This is an optimization exercise on Yosys and OpenROAD, whose aim is small area, a short achievable clock period and few clock cycles, not a production implementation. The RTL was checked by simulation tests, not by an equivalence proof against the original design. Power figures rest on the tool's default switching activity, not on a simulated workload.

==> run Z: inputs <==
==> flow/design.v <==
module kz_flow_policer (
    input  wire         clk,
    input  wire         rst,
    input  wire         req_valid,
    output wire         req_ready,
    input  wire [2:0]   req_op,
    input  wire [1:0]   req_idx,
    input  wire [15:0]  req_now,
    input  wire [2:0]   req_cost,
    input  wire [2:0]   req_class,
    input  wire         req_yellow,
    input  wire         req_posted,
    input  wire [127:0] req_data,
    output reg          resp_valid,
    output reg  [2:0]   resp_result,
    output reg  [2:0]   resp_class,
    output reg          resp_never,
    output reg          resp_forgiven,
    output reg  [127:0] resp_ctx
);
    localparam OP_FETCH   = 3'd0;
    localparam OP_ARRIVE  = 3'd1;
    localparam OP_DECIDE  = 3'd2;
    localparam OP_CONFIG  = 3'd3;
    localparam OP_REFRESH = 3'd4;
    localparam RES_DONE    = 3'd0;
    localparam RES_GREEN   = 3'd1;
    localparam RES_YELLOW  = 3'd2;
    localparam RES_SHAPER  = 3'd3;
    localparam RES_RED     = 3'd4;
    localparam RES_DISCARD = 3'd5;
    assign req_ready = 1'b1;
    function [26:0] size16;
        input [5:0] code;
        size16 = (code == 6'd0) ? 27'd0 : ({7'd0, 1'b1, code[2:0], 16'd0} << code[5:3]);
    endfunction
    function [27:0] growth;
        input [10:0] code;
        input [15:0] d;
        reg   [22:0] p;
        reg   [37:0] s;
        begin
            p = code[6:0] * d;
            s = {15'd0, p} << code[10:7];
            growth = {|s[37:27], s[26:0]};
        end
    endfunction
    function [28:0] growth28;
        input [10:0] code;
        input [15:0] d;
        reg   [22:0] p;
        reg   [37:0] s;
        begin
            p = code[6:0] * d;
            s = {15'd0, p} << code[10:7];
            growth28 = {|s[37:28], s[27:0]};
        end
    endfunction
    reg [15:0]        last_q   [0:3];    
    reg [60:0]        cfg_q    [0:3];    
    reg [26:0]        tc_q     [0:3];    
    reg [26:0]        tp_q     [0:3];
    reg signed [27:0] credit_q [0:3];    
    reg [7:0]         qcount_q [0:3];    
    reg         v_a;
    reg [2:0]   op_a;
    reg [1:0]   idx_a;
    reg [15:0]  now_a;
    reg [2:0]   cost_a;
    reg [2:0]   class_a;
    reg         yellow_a;
    reg         posted_a;
    reg [124:0] data_a;      
    reg [15:0]  last_a;      
    reg [15:0]  dt_a;        
    wire [15:0] last_n;
    wire [15:0] last_in = (v_a && (idx_a == req_idx)) ? last_n : last_q[req_idx];
    always @(posedge clk) begin
        v_a      <= req_valid && !rst;
        op_a     <= req_op;
        idx_a    <= req_idx;
        now_a    <= req_now;
        cost_a   <= req_cost;
        class_a  <= req_class;
        yellow_a <= req_yellow;
        posted_a <= req_posted;
        data_a   <= req_data[124:0];
        last_a   <= last_in;
        dt_a     <= req_now - last_in;
    end
    wire [60:0] cfg_a  = cfg_q[idx_a];
    wire [60:0] new_a  = data_a[124:64];
    wire        same_a   = (new_a[60:59] == cfg_a[60:59]);
    wire        fetch_a  = (op_a == OP_FETCH);
    wire        config_a = (op_a == OP_CONFIG);
    wire        read_a   = op_a[2] && (op_a[1:0] != 2'b00);
    wire        take_a   = fetch_a || (config_a && !same_a);
    assign      last_n = fetch_a ? data_a[15:0] :
                         (read_a || (config_a && same_a)) ? last_a : now_a;
    wire [60:0] cfg_n  = take_a ? new_a : cfg_a;
    wire shaper_chg_a = (new_a[52:51] != cfg_a[52:51]) || (new_a[32:22] != cfg_a[32:22]) ||
                        (new_a[50:45] != cfg_a[50:45]);
    wire meter_chg_a  = (new_a[54:53] != cfg_a[54:53]) || (new_a[10:0] != cfg_a[10:0]) ||
                        (new_a[21:11] != cfg_a[21:11]) || (new_a[38:33] != cfg_a[38:33]) ||
                        (new_a[44:39] != cfg_a[44:39]);
    always @(posedge clk) begin
        if (v_a) begin
            last_q[idx_a] <= last_n;
            cfg_q[idx_a]  <= cfg_n;
        end
    end
    reg         v_b;
    reg [2:0]   op_b;
    reg [1:0]   idx_b;
    reg [2:0]   cost_b;
    reg [2:0]   class_b;
    reg         yellow_b;
    reg         posted_b;
    reg         same_b;
    reg         shaper_chg_b;
    reg         meter_chg_b;
    reg         shape_old_b;     
    reg [42:0]  bank_b;          
    reg [27:0]  gc_b;            
    reg [27:0]  gp_b;
    reg [28:0]  gs_b;            
    reg [15:0]  last_b;          
    reg [60:0]  cfg_b;
    reg [26:0]  tc_b;            
    reg [26:0]  tp_b;
    reg [27:0]  credit_b;
    reg [7:0]   qcount_b;
    wire [26:0]        tc_n;
    wire [26:0]        tp_n;
    wire signed [27:0] credit_n;
    wire [7:0]         qcount_n;
    wire               fwd_b = v_b && (idx_b == idx_a);
    always @(posedge clk) begin
        v_b          <= v_a && !rst;
        op_b         <= op_a;
        idx_b        <= idx_a;
        cost_b       <= cost_a;
        class_b      <= class_a;
        yellow_b     <= yellow_a;
        posted_b     <= posted_a;
        same_b       <= same_a;
        shaper_chg_b <= shaper_chg_a;
        meter_chg_b  <= meter_chg_a;
        shape_old_b  <= (cfg_a[52:51] == 2'b01);
        bank_b       <= data_a[58:16];
        gc_b         <= growth(cfg_a[10:0], dt_a);
        gp_b         <= growth(cfg_a[21:11], dt_a);
        gs_b         <= growth28(cfg_a[32:22], dt_a);
        last_b       <= last_n;
        cfg_b        <= cfg_n;
        tc_b         <= fwd_b ? tc_n     : tc_q[idx_a];
        tp_b         <= fwd_b ? tp_n     : tp_q[idx_a];
        credit_b     <= fwd_b ? credit_n : credit_q[idx_a];
        qcount_b     <= fwd_b ? qcount_n : qcount_q[idx_a];
    end
    wire [15:0]        last   = last_b;
    wire [60:0]        cfg    = cfg_b;
    wire [26:0]        tc     = tc_b;
    wire [26:0]        tp     = tp_b;
    wire signed [27:0] credit = credit_b;
    wire [7:0]         qcount = qcount_b;
    wire [10:0] pir      = cfg[21:11];
    wire [5:0]  cbs      = cfg[38:33];
    wire [5:0]  pbs      = cfg[44:39];
    wire [5:0]  hicredit = cfg[50:45];
    wire [1:0]  shape    = cfg[52:51];
    wire [1:0]  meter    = cfg[54:53];
    wire        red_drop = cfg[55];
    wire        full_reset = cfg[56];
    wire [1:0]  yclass   = cfg[58:57];
    wire shape_credit = (shape == 2'b01);
    wire meter_on     = (meter == 2'b01) || (meter == 2'b10);
    wire meter_aware  = (meter == 2'b10);
    wire [26:0] capc = size16(cbs);
    wire [26:0] capp = size16(pbs);
    wire [26:0] caps = size16(hicredit);
    wire [26:0] need = {8'd0, cost_b, 16'd0};
    wire [27:0] gc = gc_b;
    wire [27:0] gp = gp_b;
    wire [28:0] gs = gs_b;
    wire [27:0] tc_room = {1'b0, capc} - {1'b0, tc};
    wire [27:0] tc_gap  = {1'b0, need} - {1'b0, tc};
    wire        tc_over = gc[27] || tc_room[27] || (gc[26:0] > tc_room[26:0]);
    wire [26:0] tc_sum  = tc + gc[26:0];
    wire [26:0] tc_upd  = tc_over ? capc : tc_sum;
    wire [26:0] tc_dec  = tc_over ? {capc[26:16] - {8'd0, cost_b}, capc[15:0]}
                                  : {tc_sum[26:16] - {8'd0, cost_b}, tc_sum[15:0]};
    wire        tc_short = tc_over ? (capc[26:16] < {8'd0, cost_b})
                                   : (!tc_gap[27] && (gc[26:0] < tc_gap[26:0]));
    wire [27:0] tp_room = {1'b0, capp} - {1'b0, tp};
    wire [27:0] tp_gap  = {1'b0, need} - {1'b0, tp};
    wire        tp_over = gp[27] || tp_room[27] || (gp[26:0] > tp_room[26:0]);
    wire [26:0] tp_sum  = tp + gp[26:0];
    wire [26:0] tp_upd  = tp_over ? capp : tp_sum;
    wire [26:0] tp_dec  = tp_over ? {capp[26:16] - {8'd0, cost_b}, capp[15:0]}
                                  : {tp_sum[26:16] - {8'd0, cost_b}, tp_sum[15:0]};
    wire        tp_short = tp_over ? (capp[26:16] < {8'd0, cost_b})
                                   : (!tp_gap[27] && (gp[26:0] < tp_gap[26:0]));
    wire [26:0]        cr_lim  = (qcount != 8'd0) ? caps : 27'd0;
    wire signed [28:0] cr_room = $signed({2'b00, cr_lim}) - {credit[27], credit};
    wire signed [28:0] cr_gap  = $signed({2'b00, need}) - {credit[27], credit};
    wire signed [28:0] cr_neg  = -{credit[27], credit};
    wire               cr_over = gs[28] || cr_room[28] || (gs[27:0] > cr_room[27:0]);
    wire signed [27:0] cr_sum  = credit + gs[27:0];
    wire               cr_below = credit[27] && !gs[28] && (gs[27:0] < cr_neg[27:0]);
    wire               cr_above = cr_gap[28] || gs[28] || (gs[27:0] > cr_gap[27:0]);
    wire signed [27:0] credit_upd = !shape_credit ? credit :
                                    cr_over ? $signed({1'b0, cr_lim}) : cr_sum;
    wire               upd_neg    = shape_old_b ? cr_below : credit[27];
    wire col_red    = meter_on && tp_short;
    wire col_yellow = meter_on && !tp_short && (tc_short || (meter_aware && yellow_b));
    wire shaper_hold = shape_credit && cr_below;
    wire as_red      = col_red || (col_yellow && (class_b == 3'd1));
    wire discard     = as_red && posted_b && red_drop;
    wire        never    = (pir[6:0] == 7'd0) || (capp[26:16] < {8'd0, cost_b});
    wire [2:0] ycls      = (yclass == 2'b00) ? 3'd5 : (yclass == 2'b01) ? 3'd6 : 3'd7;
    wire [2:0] yel_class = (class_b > ycls) ? class_b : ycls;
    wire [26:0] tp_sent = meter_on ? tp_dec : tp_upd;
    wire [26:0] tc_sent = (meter_on && !col_yellow) ? tc_dec : tc_upd;
    wire signed [27:0] cr_lim_dec = {{1'b0, cr_lim[26:16]} - {9'd0, cost_b}, cr_lim[15:0]};
    wire signed [27:0] cr_sum_dec = {cr_sum[27:16] - {9'd0, cost_b}, cr_sum[15:0]};
    wire signed [27:0] credit_charged = !shape_credit ? credit :
                                        cr_over ? cr_lim_dec : cr_sum_dec;
    wire        cc_pos = !shape_credit ? (!credit[27] && (credit[26:0] != 27'd0)) :
                         cr_over ? (cr_lim[26:16] > {8'd0, cost_b}) : cr_above;
    wire [7:0]  q_dec = (qcount == 8'd0) ? 8'd0 : (qcount - 8'd1);
    wire signed [27:0] credit_sent = ((q_dec == 8'd0) && cc_pos) ? 28'sd0 : credit_charged;
    wire [26:0] n_capc = capc;
    wire [26:0] n_capp = capp;
    wire [26:0] n_caps = caps;
    reg [26:0]        tc_x;
    reg [26:0]        tp_x;
    reg signed [27:0] credit_x;
    reg [7:0]         qcount_x;
    reg [2:0]         result_n;
    reg [2:0]         class_n;
    reg               never_n;
    reg               forgiven_n;
    always @(*) begin
        tc_x       = tc_upd;
        tp_x       = tp_upd;
        credit_x   = credit_upd;
        qcount_x   = qcount;
        result_n   = RES_DONE;
        class_n    = 3'd0;
        never_n    = 1'b0;
        forgiven_n = 1'b0;
        case (op_b)
            OP_FETCH: begin
                tc_x     = {bank_b[13:0], 13'd0};
                tp_x     = {bank_b[27:14], 13'd0};
                credit_x = {bank_b[42:28], 13'd0};
                qcount_x = 8'd0;
            end
            OP_ARRIVE: begin
                qcount_x = (qcount == 8'hFF) ? 8'hFF : (qcount + 8'd1);
            end
            OP_DECIDE: begin
                if (shaper_hold) begin
                    result_n = RES_SHAPER;
                end else if (as_red) begin
                    if (discard) begin
                        result_n = RES_DISCARD;
                        qcount_x = q_dec;
                    end else begin
                        result_n = RES_RED;
                        never_n  = never;
                    end
                end else begin
                    result_n = col_yellow ? RES_YELLOW : RES_GREEN;
                    class_n  = col_yellow ? yel_class : class_b;
                    tp_x     = tp_sent;
                    tc_x     = tc_sent;
                    credit_x = credit_sent;
                    qcount_x = q_dec;
                end
            end
            OP_CONFIG: begin
                if (same_b) begin
                    tc_x     = tc;
                    tp_x     = tp;
                    credit_x = credit;
                end else begin
                    if (shaper_chg_b) begin
                        forgiven_n = upd_neg;
                        credit_x   = full_reset ? $signed({1'b0, n_caps}) : 28'sd0;
                    end
                    if (meter_chg_b) begin
                        tc_x = full_reset ? n_capc : 27'd0;
                        tp_x = full_reset ? n_capp : 27'd0;
                    end
                end
            end
            OP_REFRESH: begin
            end
            default: begin
                tc_x     = tc;
                tp_x     = tp;
                credit_x = credit;
            end
        endcase
    end
    assign tc_n     = tc_x;
    assign tp_n     = tp_x;
    assign credit_n = credit_x;
    assign qcount_n = qcount_x;
    wire [13:0] tc_bank = tc_n[26:13];    
    wire [13:0] tp_bank = tp_n[26:13];
    wire [14:0] cr_bank = (shape == 2'b10) ? 15'd0 : credit_n[27:13];   
    wire [4:0]  q_bank  = (qcount_n[7:5] != 3'd0) ? 5'd31 : qcount_n[4:0];
    wire [127:0] ctx_bank = {3'b000, cfg, q_bank, cr_bank, tp_bank, tc_bank, last};
    always @(posedge clk) begin
        if (v_b) begin
            tc_q[idx_b]     <= tc_n;
            tp_q[idx_b]     <= tp_n;
            credit_q[idx_b] <= credit_n;
            qcount_q[idx_b] <= qcount_n;
        end
    end
    always @(posedge clk) begin
        resp_valid    <= v_b && !rst;
        resp_result   <= result_n;
        resp_class    <= class_n;
        resp_never    <= never_n;
        resp_forgiven <= forgiven_n;
        resp_ctx      <= ctx_bank;
    end
endmodule
==> flow/flow/run.sh <==
#!/bin/bash
set -euo pipefail
bash standard.sh SETUP_SLACK_MARGIN=12 finish > make_finish.log 2>&1
==> flow/standard.sh <==
#!/bin/bash
# synth_recipe.tcl (not shown) runs the flow's synth.tcl, then flattens the netlist and writes it again
# the make line also repeats each setting of config.mk as NAME=value (left out here)
make -C /OpenROAD-flow-scripts/flow DESIGN_CONFIG=/design/flow/config.mk WORK_HOME=/design/flow/orfs CLKGATE_MAP_FILE= SYNTH_SCRIPT=/design/flow/synth_recipe.tcl "${@:-finish}"
==> flow/config.mk <==
export PLATFORM = sky130hd
export DESIGN_NAME = kz_flow_policer
export DESIGN_NICKNAME = kz_flow_policer
export VERILOG_FILES = /design/flow/design.v
export SDC_FILE = /design/flow/constraint.sdc
export NUM_CORES = 4
export LEC_CHECK = 0
export ABC_AREA = 1
export CAP_MARGIN = 20
export CORE_MARGIN = 2
export CORE_UTILIZATION = 40
export CTS_BUF_LIST = sky130_fd_sc_hd__clkbuf_8
export CTS_CLUSTER_DIAMETER = 50
export CTS_CLUSTER_SIZE = 16
export SETUP_SLACK_MARGIN = 0.3
export SLEW_MARGIN = 20
export TNS_END_PERCENT = 20
==> flow/constraint.sdc <==
create_clock -name core_clock -period 20.0 [get_ports {clk}]
set_input_delay 4.0000 -clock core_clock [delete_from_list [all_inputs] [get_ports {clk}]]
set_output_delay 4.0000 -clock core_clock [all_outputs]
set_load 0.01 [all_outputs]
==> run K: changes against run Z <==
--- a/flow/design.v
+++ b/flow/design.v
@@ -58,8 +58,13 @@
     endfunction
-    reg [15:0]        last_q   [0:3];    
-    reg [60:0]        cfg_q    [0:3];    
-    reg [26:0]        tc_q     [0:3];    
-    reg [26:0]        tp_q     [0:3];
-    reg signed [27:0] credit_q [0:3];    
-    reg [7:0]         qcount_q [0:3];    
+    reg [15:0]  last_q0, last_q1, last_q2, last_q3;              
+    reg [60:0]  cfg_q0, cfg_q1, cfg_q2, cfg_q3;                  
+    reg [26:0]  tc_q0, tc_q1, tc_q2, tc_q3;                      
+    reg [26:0]  tp_q0, tp_q1, tp_q2, tp_q3;
+    reg [27:0]  credit_q0, credit_q1, credit_q2, credit_q3;      
+    reg [7:0]   qcount_q0, qcount_q1, qcount_q2, qcount_q3;      
+    function [60:0] pick;
+        input [1:0]  i;
+        input [60:0] e0, e1, e2, e3;
+        pick = (i == 2'd0) ? e0 : (i == 2'd1) ? e1 : (i == 2'd2) ? e2 : e3;
+    endfunction
     reg         v_a;
@@ -76,3 +81,3 @@
     wire [15:0] last_n;
-    wire [15:0] last_in = (v_a && (idx_a == req_idx)) ? last_n : last_q[req_idx];
+    wire [15:0] last_in = (v_a && (idx_a == req_idx)) ? last_n : pick(req_idx, last_q0, last_q1, last_q2, last_q3);
     always @(posedge clk) begin
@@ -90,3 +95,3 @@
     end
-    wire [60:0] cfg_a  = cfg_q[idx_a];
+    wire [60:0] cfg_a  = pick(idx_a, cfg_q0, cfg_q1, cfg_q2, cfg_q3);
     wire [60:0] new_a  = data_a[124:64];
@@ -106,6 +111,6 @@
     always @(posedge clk) begin
-        if (v_a) begin
-            last_q[idx_a] <= last_n;
-            cfg_q[idx_a]  <= cfg_n;
-        end
+        if (v_a && (idx_a == 2'd0)) begin last_q0 <= last_n; cfg_q0 <= cfg_n; end
+        if (v_a && (idx_a == 2'd1)) begin last_q1 <= last_n; cfg_q1 <= cfg_n; end
+        if (v_a && (idx_a == 2'd2)) begin last_q2 <= last_n; cfg_q2 <= cfg_n; end
+        if (v_a && (idx_a == 2'd3)) begin last_q3 <= last_n; cfg_q3 <= cfg_n; end
     end
@@ -155,6 +160,6 @@
         cfg_b        <= cfg_n;
-        tc_b         <= fwd_b ? tc_n     : tc_q[idx_a];
-        tp_b         <= fwd_b ? tp_n     : tp_q[idx_a];
-        credit_b     <= fwd_b ? credit_n : credit_q[idx_a];
-        qcount_b     <= fwd_b ? qcount_n : qcount_q[idx_a];
+        tc_b         <= fwd_b ? tc_n     : pick(idx_a, tc_q0, tc_q1, tc_q2, tc_q3);
+        tp_b         <= fwd_b ? tp_n     : pick(idx_a, tp_q0, tp_q1, tp_q2, tp_q3);
+        credit_b     <= fwd_b ? credit_n : pick(idx_a, credit_q0, credit_q1, credit_q2, credit_q3);
+        qcount_b     <= fwd_b ? qcount_n : pick(idx_a, qcount_q0, qcount_q1, qcount_q2, qcount_q3);
     end
@@ -317,7 +322,13 @@
     always @(posedge clk) begin
-        if (v_b) begin
-            tc_q[idx_b]     <= tc_n;
-            tp_q[idx_b]     <= tp_n;
-            credit_q[idx_b] <= credit_n;
-            qcount_q[idx_b] <= qcount_n;
+        if (v_b && (idx_b == 2'd0)) begin
+            tc_q0 <= tc_n; tp_q0 <= tp_n; credit_q0 <= credit_n; qcount_q0 <= qcount_n;
+        end
+        if (v_b && (idx_b == 2'd1)) begin
+            tc_q1 <= tc_n; tp_q1 <= tp_n; credit_q1 <= credit_n; qcount_q1 <= qcount_n;
+        end
+        if (v_b && (idx_b == 2'd2)) begin
+            tc_q2 <= tc_n; tp_q2 <= tp_n; credit_q2 <= credit_n; qcount_q2 <= qcount_n;
+        end
+        if (v_b && (idx_b == 2'd3)) begin
+            tc_q3 <= tc_n; tp_q3 <= tp_n; credit_q3 <= credit_n; qcount_q3 <= qcount_n;
         end
==> flow/flow/run.sh (replaced) <==
#!/bin/bash
set -euo pipefail
bash standard.sh SETUP_SLACK_MARGIN=14 finish > make_finish.log 2>&1
- TNS_END_PERCENT: 20 -> 10
==> summary.txt <==
Mux cell area share after synthesis: run K 0.271%; run Z 0.254%
First-pass GRT wire length: run K 387,000 um; run Z 351,000 um
Psw: run K 7.99 mW; run Z 5.64 mW
Area of combinational cells with multiple inputs: run K 38,600 um^2; run Z 35,400 um^2
Count of non-CTS buffers in the layout: run K 632; run Z 403
Slew HR: run K 22.7%; run Z 28.8%
Internal Power: run K 8.11 mW; run Z 5.96 mW
Slowest cell delay on critical path: run K 550 ps; run Z 520 ps
Clock network power: run K 1.96 mW; run Z 1.64 mW
Post-cts gate resize count: run K 437; run Z 17
Run status: run K no timing/DRC/antenna violations; run Z no timing/DRC/antenna violations
Post-CTS clock slew at the launch and capture registers of the worst setup and hold paths: run K 100 ps; run Z 90 ps
Number of antenna violations at the first check in global routing: run K 8; run Z 6
Clock group share of total power: run K 12.2%; run Z 14.2%
Final non-filler cell area: run K 87,700 um^2; run Z 79,100 um^2
Final critical path time including I/O delays and setup: run K 6200 ps; run Z 7690 ps
CP Depth: run K 32; run Z 35
Fraction of the mapped netlist area in adder cells: run K 12.8%; run Z 13.4%
Via density: run K 5.44; run Z 5.31
Tightest Pin Transition: run K 1140 ps; run Z 1070 ps
Inverters, non-clock: run K 962; run Z 920
Critical Path End: run K gp_b[14]; run Z tp_q[1][25]
Testbench counts of run Z, summed over its fixed seeds: cycles 16,024.
Testbench counts of run K, summed over its fixed seeds: cycles 16,024.

[what the ideal ports hide]
In the flow no input, the clock included, has a driving cell. The finished layouts below were timed again as built, in two steps.
Step 1 assumes that a clkbuf_16 drives the clock port and a buf_2 every other input.
Step 2 adds t to the input delays and takes it off the output delays; t is the mean of the earliest and latest rising clock arrival at the registers after step 1. Input paths then give back, and output paths get back, about the clock's delay inside the block.
Slacks: ideal ports / drivers / drivers and shift; pairs: ideal ports / drivers.
run | t (ns) | slack for setup (ns) | worst setup path after step 2
run Z | 0.990 | 12.306 / 12.306 / 11.523 | input to register
run K | 1.043 | 13.799 / 13.799 / 12.809 | input to register
After both steps every run listed still meets setup and hold. For run K, which loses most, drivers alone change the setup slack by 0.000 ns; drivers and shift together by -0.990 ns.
